This is an optimization exercise on Yosys and OpenROAD, whose aim is small area and a short achievable clock period, not a production implementation.
Function was checked by simulation only, so behaviour that the tests miss may differ from the original.
Power figures rest on the tool's default switching activity, not on a simulated workload.

== exp/fjord ==
## fx_step_eval
module fx_step_eval #(
    parameter LANES = 16
) (
    input  wire                 clk,
    input  wire [31*LANES-1:0]  ins,    
    input  wire [8*LANES-1:0]   opv,    
    input  wire [2*LANES-1:0]   pv,     
    output reg  [2*LANES-1:0]   res,
    output reg  [2*LANES-1:0]   rch,
    output reg  [LANES-1:0]     ill,
    output reg  [LANES-1:0]     stg,
    output reg  [7:0]           trg     
);
Size: ~3100 cells after synthesis, ~760 I/O pins, roughly 0.017 mm2 of cells after synthesis.
Settings: LEC_CHECK=0, CAP_MARGIN=40, CORE_AREA=5 5 375 85, DIE_AREA=0 0 380 90, PLACE_DENSITY=0.75, SETUP_SLACK_MARGIN=4.6, SLEW_MARGIN=20, SYNTH_HIERARCHICAL=1; clock period 8.0 ns.
standard.sh (not shown) runs the stock make flow with config.mk's settings and CLKGATE_MAP_FILE= SYNTH_SCRIPT=/design/flow/synth_recipe.tcl, a recipe that flattens the netlist after the stock synthesis.
==> flow/flow/run.sh <==
#!/bin/bash
# Standard synthesis, then every combinational cell set to its smallest size,
# then the standard layout with 1x buffers on the ports.
set -euo pipefail
RES=orfs/results/sky130hd/fx_step_eval/base
bash standard.sh synth > synth.log 2>&1
SYNTH_ODB=$RES/1_synth.odb openroad -no_init -exit flow/downsize.tcl > downsize.log 2>&1
bash standard.sh BUFFER_PORTS_ARGS="-buffer_cell sky130_fd_sc_hd__buf_1" finish > layout.log 2>&1
==> flow/flow/downsize.tcl <==
# Swap every combinational cell of the synthesized netlist for the smallest
# cell of its family (same function and pins, lowest drive strength), so that
# timing repair later upsizes only where the paths need it.
read_db $::env(SYNTH_ODB)
set db [ord::get_db]
set fam [dict create]
foreach lib [$db getLibs] {
  foreach m [$lib getMasters] {
    set n [$m getName]
    if {![regexp {^(sky130_fd_sc_hd__[a-z0-9]+)_([0-9]+)$} $n -> base drv]} continue
    if {[string match "*lpflow*" $n] || [string match "*probe*" $n]} continue
    set a [expr {[$m getWidth] * [$m getHeight]}]
    if {![dict exists $fam $base] || $a < [lindex [dict get $fam $base] 1]} {
      dict set fam $base [list $m $a]
    }
  }
}
set swapped 0
foreach inst [[[$db getChip] getBlock] getInsts] {
  set m [$inst getMaster]
  set n [$m getName]
  if {![regexp {^(sky130_fd_sc_hd__[a-z0-9]+)_([0-9]+)$} $n -> base drv]} continue
  if {[string match "*df*" $base] || [string match "*conb*" $base]} continue
  if {![dict exists $fam $base]} continue
  set nm [lindex [dict get $fam $base] 0]
  if {[$nm getName] ne $n} {
    $inst swapMaster $nm
    incr swapped
  }
}
puts "downsize: swapped $swapped cells"
write_db $::env(SYNTH_ODB)
Both conditions hold for exp/fjord: the flow ran to the end and the final layout passed the timing, design-rule and antenna checks.
Setup changes, exp/fjord to exp/onyx
- SETUP_SLACK_MARGIN removed (was 4.6)
Results
Diff exp/fjord and exp/onyx: worst path arrival time higher in exp/onyx
For exp/onyx, the startpoint of the worst setup timing path was ins[245], unlike exp/fjord, where it was ins[185].
Comparing actual slew at the worst max-slew pin for exp/fjord and exp/onyx, the bigger number came from exp/fjord.
Compared with exp/fjord, exp/onyx shows power lower by 0.58%.
Comparing exp/fjord and exp/onyx, net load switching power is higher on exp/fjord.
Going from exp/fjord to exp/onyx, wire length shrinks by 0.43%.
From exp/onyx to exp/fjord, area of the die did not move at all.
Critical path depth sits lower in exp/onyx than in exp/fjord.
Looking at total via count in the routed design, exp/onyx sits 0.53% below exp/fjord.
Input-level comparison between exp/quartz and exp/onyx:
- setting SETUP_SLACK_MARGIN to 5.0 for the first time
--- outcome ---
- The hold slack of exp/quartz was superior to that of exp/onyx.
- Per the comparison of exp/quartz with exp/onyx, last weighted congestion value of the routability-driven placer saw little to no change; post-detailed-placement half-perimeter wirelength fell by 1.1 mm; design area increased by 0.0043 mm2 relative to the old numbers; portion of the clock cycle consumed by the worst path in the final layout decreased by 5.5 points relative to the old numbers.
The following lists how exp/violet was set up differently from exp/quartz:
- TNS_END_PERCENT now 5, previously not set
## What came out
Final setup slack of the worst path on exp/violet is ahead of exp/quartz.
Lower routed wire length among exp/quartz and exp/violet: exp/violet
[diff] worst-case setup slack after placement, exp/violet relative to exp/quartz: improvement
Cell-internal power | exp/violet below exp/quartz
The more densely filled core belongs to exp/quartz, not exp/violet.
Compared with exp/quartz, exp/violet shows a higher sequential share of layout area.

========
Another version of the RTL of fx_step_eval (not shown whole).
For scale: about 2,500 cells after synthesis, about 760 I/O pins.
export LEC_CHECK = 0
export CAP_MARGIN = 20
export CORE_AREA = 5 5 375 85
export DIE_AREA = 0 0 380 90
export PLACE_DENSITY = 0.75
export SLEW_MARGIN = 20
export SYNTH_HIERARCHICAL = 1
create_clock -name core_clock -period 8.0 [get_ports {clk}]
Scripts as last shown in full above: flow/flow/run.sh, flow/flow/downsize.tcl
==> next run, changes <==
==> flow/run.sh (new file) <==
#!/bin/bash
# synth_recipe.tcl (not shown) runs the flow's synth.tcl, then flattens the netlist and writes it again
# the make line also repeats each setting of config.mk as NAME=value (left out here)
make -C /OpenROAD-flow-scripts/flow DESIGN_CONFIG=/design/flow/config.mk WORK_HOME=/design/flow/orfs CLKGATE_MAP_FILE= SYNTH_SCRIPT=/design/flow/synth_recipe.tcl finish
--- a/flow/config.mk
+++ b/flow/config.mk
@@ -8,5 +8,4 @@
 export CAP_MARGIN = 20
-export CORE_AREA = 5 5 375 85
-export DIE_AREA = 0 0 380 90
-export PLACE_DENSITY = 0.75
+export CORE_MARGIN = 2
+export CORE_UTILIZATION = 40
 export SLEW_MARGIN = 20
removed: flow/flow/run.sh
removed: flow/flow/downsize.tcl
removed: flow/standard.sh
Clock-buffer cell count came out lower by 1.
Synthesized area came out higher by a quarter to a third.
Worst hold slack is better by 0.33 ns.
Via count stays flat.

========
Starting RTL as in the previous note.
==> flow/design.v (excerpt) <==
module fx_step_eval #(
    parameter LANES = 16
) (
    input  wire                 clk,
    input  wire [31*LANES-1:0]  ins,    
    input  wire [8*LANES-1:0]   opv,    
    input  wire [2*LANES-1:0]   pv,     
    output reg  [2*LANES-1:0]   res,
    output reg  [2*LANES-1:0]   rch,
    output reg  [LANES-1:0]     ill,
    output reg  [LANES-1:0]     stg,
    output reg  [7:0]           trg     
);
==> flow/config.mk <==
export PLATFORM = sky130hd
export DESIGN_NAME = fx_step_eval
export DESIGN_NICKNAME = fx_step_eval
export VERILOG_FILES = /design/flow/design.v
export SDC_FILE = /design/flow/constraint.sdc
export NUM_CORES = 4
export LEC_CHECK = 0
export CAP_MARGIN = 20
export CORE_AREA = 5 5 375 85
export DIE_AREA = 0 0 380 90
export PLACE_DENSITY = 0.75
export SETUP_SLACK_MARGIN = 4.6
export SLEW_MARGIN = 20
export SYNTH_HIERARCHICAL = 1
==> flow/constraint.sdc <==
create_clock -name core_clock -period 8.0 [get_ports {clk}]
set_input_delay 1.6000 -clock core_clock [delete_from_list [all_inputs] [get_ports {clk}]]
set_output_delay 1.6000 -clock core_clock [all_outputs]
set_load 0.01 [all_outputs]
==> flow/flow/run.sh <==
#!/bin/bash
# Standard synthesis, then every combinational cell set to its smallest size,
# then the standard layout with 1x buffers on the ports.
set -euo pipefail
RES=orfs/results/sky130hd/fx_step_eval/base
bash standard.sh synth > synth.log 2>&1
SYNTH_ODB=$RES/1_synth.odb openroad -no_init -exit flow/downsize.tcl > downsize.log 2>&1
bash standard.sh BUFFER_PORTS_ARGS="-buffer_cell sky130_fd_sc_hd__buf_1" finish > layout.log 2>&1
==> flow/flow/downsize.tcl <==
# Swap every combinational cell of the synthesized netlist for the smallest
# cell of its family (same function and pins, lowest drive strength), so that
# timing repair later upsizes only where the paths need it.
read_db $::env(SYNTH_ODB)
set db [ord::get_db]
set fam [dict create]
foreach lib [$db getLibs] {
  foreach m [$lib getMasters] {
    set n [$m getName]
    if {![regexp {^(sky130_fd_sc_hd__[a-z0-9]+)_([0-9]+)$} $n -> base drv]} continue
    if {[string match "*lpflow*" $n] || [string match "*probe*" $n]} continue
    set a [expr {[$m getWidth] * [$m getHeight]}]
    if {![dict exists $fam $base] || $a < [lindex [dict get $fam $base] 1]} {
      dict set fam $base [list $m $a]
    }
  }
}
set swapped 0
foreach inst [[[$db getChip] getBlock] getInsts] {
  set m [$inst getMaster]
  set n [$m getName]
  if {![regexp {^(sky130_fd_sc_hd__[a-z0-9]+)_([0-9]+)$} $n -> base drv]} continue
  if {[string match "*df*" $base] || [string match "*conb*" $base]} continue
  if {![dict exists $fam $base]} continue
  set nm [lindex [dict get $fam $base] 0]
  if {[$nm getName] ne $n} {
    $inst swapMaster $nm
    incr swapped
  }
}
puts "downsize: swapped $swapped cells"
write_db $::env(SYNTH_ODB)
Then changed:
Settings changed: CORE_AREA 5 5 375 85 to unset, CORE_MARGIN set to 2, CORE_UTILIZATION set to 40, DIE_AREA 0 0 380 90 to unset, PLACE_DENSITY 0.75 to unset, SETUP_SLACK_MARGIN 4.6 to unset.
Now the flow never finished: it broke off in I/O pin placement (3_2_place_iop) on PPL-0024.
Synthesized area is unchanged.
Synthesized cell count is unchanged.
Then changed:
Settings changed: CORE_AREA set to 5 5 265 265, CORE_MARGIN 2 to unset, CORE_UTILIZATION 40 to unset, DIE_AREA set to 0 0 270 270.
With this change the flow finished with timing, DRC and antenna clean.
Area after synthesis stays the same.
Synthesized cell count is unchanged.

-- what the ideal ports hide --
The flow's constraints put no driver on any port. The routed layouts listed below were extracted and timed again, unchanged, in two steps.
Step 1 (the two cells are an assumption about what drives the block):
set clk [get_ports {clk}]
set_driving_cell -lib_cell sky130_fd_sc_hd__clkbuf_16 $clk
set_driving_cell -lib_cell sky130_fd_sc_hd__buf_2 [delete_from_list [all_inputs] $clk]
Step 2 times the ports against the registers' clock, not the clock port: input delays grow and output delays shrink by t, the midpoint of the rising clock arrivals with the driver on.
Three values: ideal, step 1, step 2; two values: the first two.
run	t (ns)	setup slack, ns	clock arrival spread, ns	worst slew at a driven data input, ns
exp/fjord	0.427	4.615 / 4.643 / 4.216	0.016 / 0.016	0.08
exp/onyx	0.428	4.400 / 4.426 / 3.998	0.019 / 0.020	0.08
exp/quartz	0.428	4.837 / 4.857 / 4.429	0.016 / 0.016	0.11
exp/violet	0.432	4.880 / 4.904 / 4.471	0.030 / 0.031	0.09
the first run of note 2	0.428	3.896 / 3.920 / 3.492	0.011 / 0.011	0.10
the second run of note 2	0.460	3.473 / 3.496 / 3.036	0.024 / 0.024	0.15
the first run of note 3	0.440	4.371 / 4.380 / 3.941	0.023 / 0.023	0.08
the third run of note 3	0.435	3.726 / 3.753 / 3.318	0.022 / 0.022	0.12
After both steps every run listed still meets setup and hold. For the second run of note 2, which loses most, drivers alone change the setup slack by +0.023 ns; drivers and shift together by -0.437 ns.
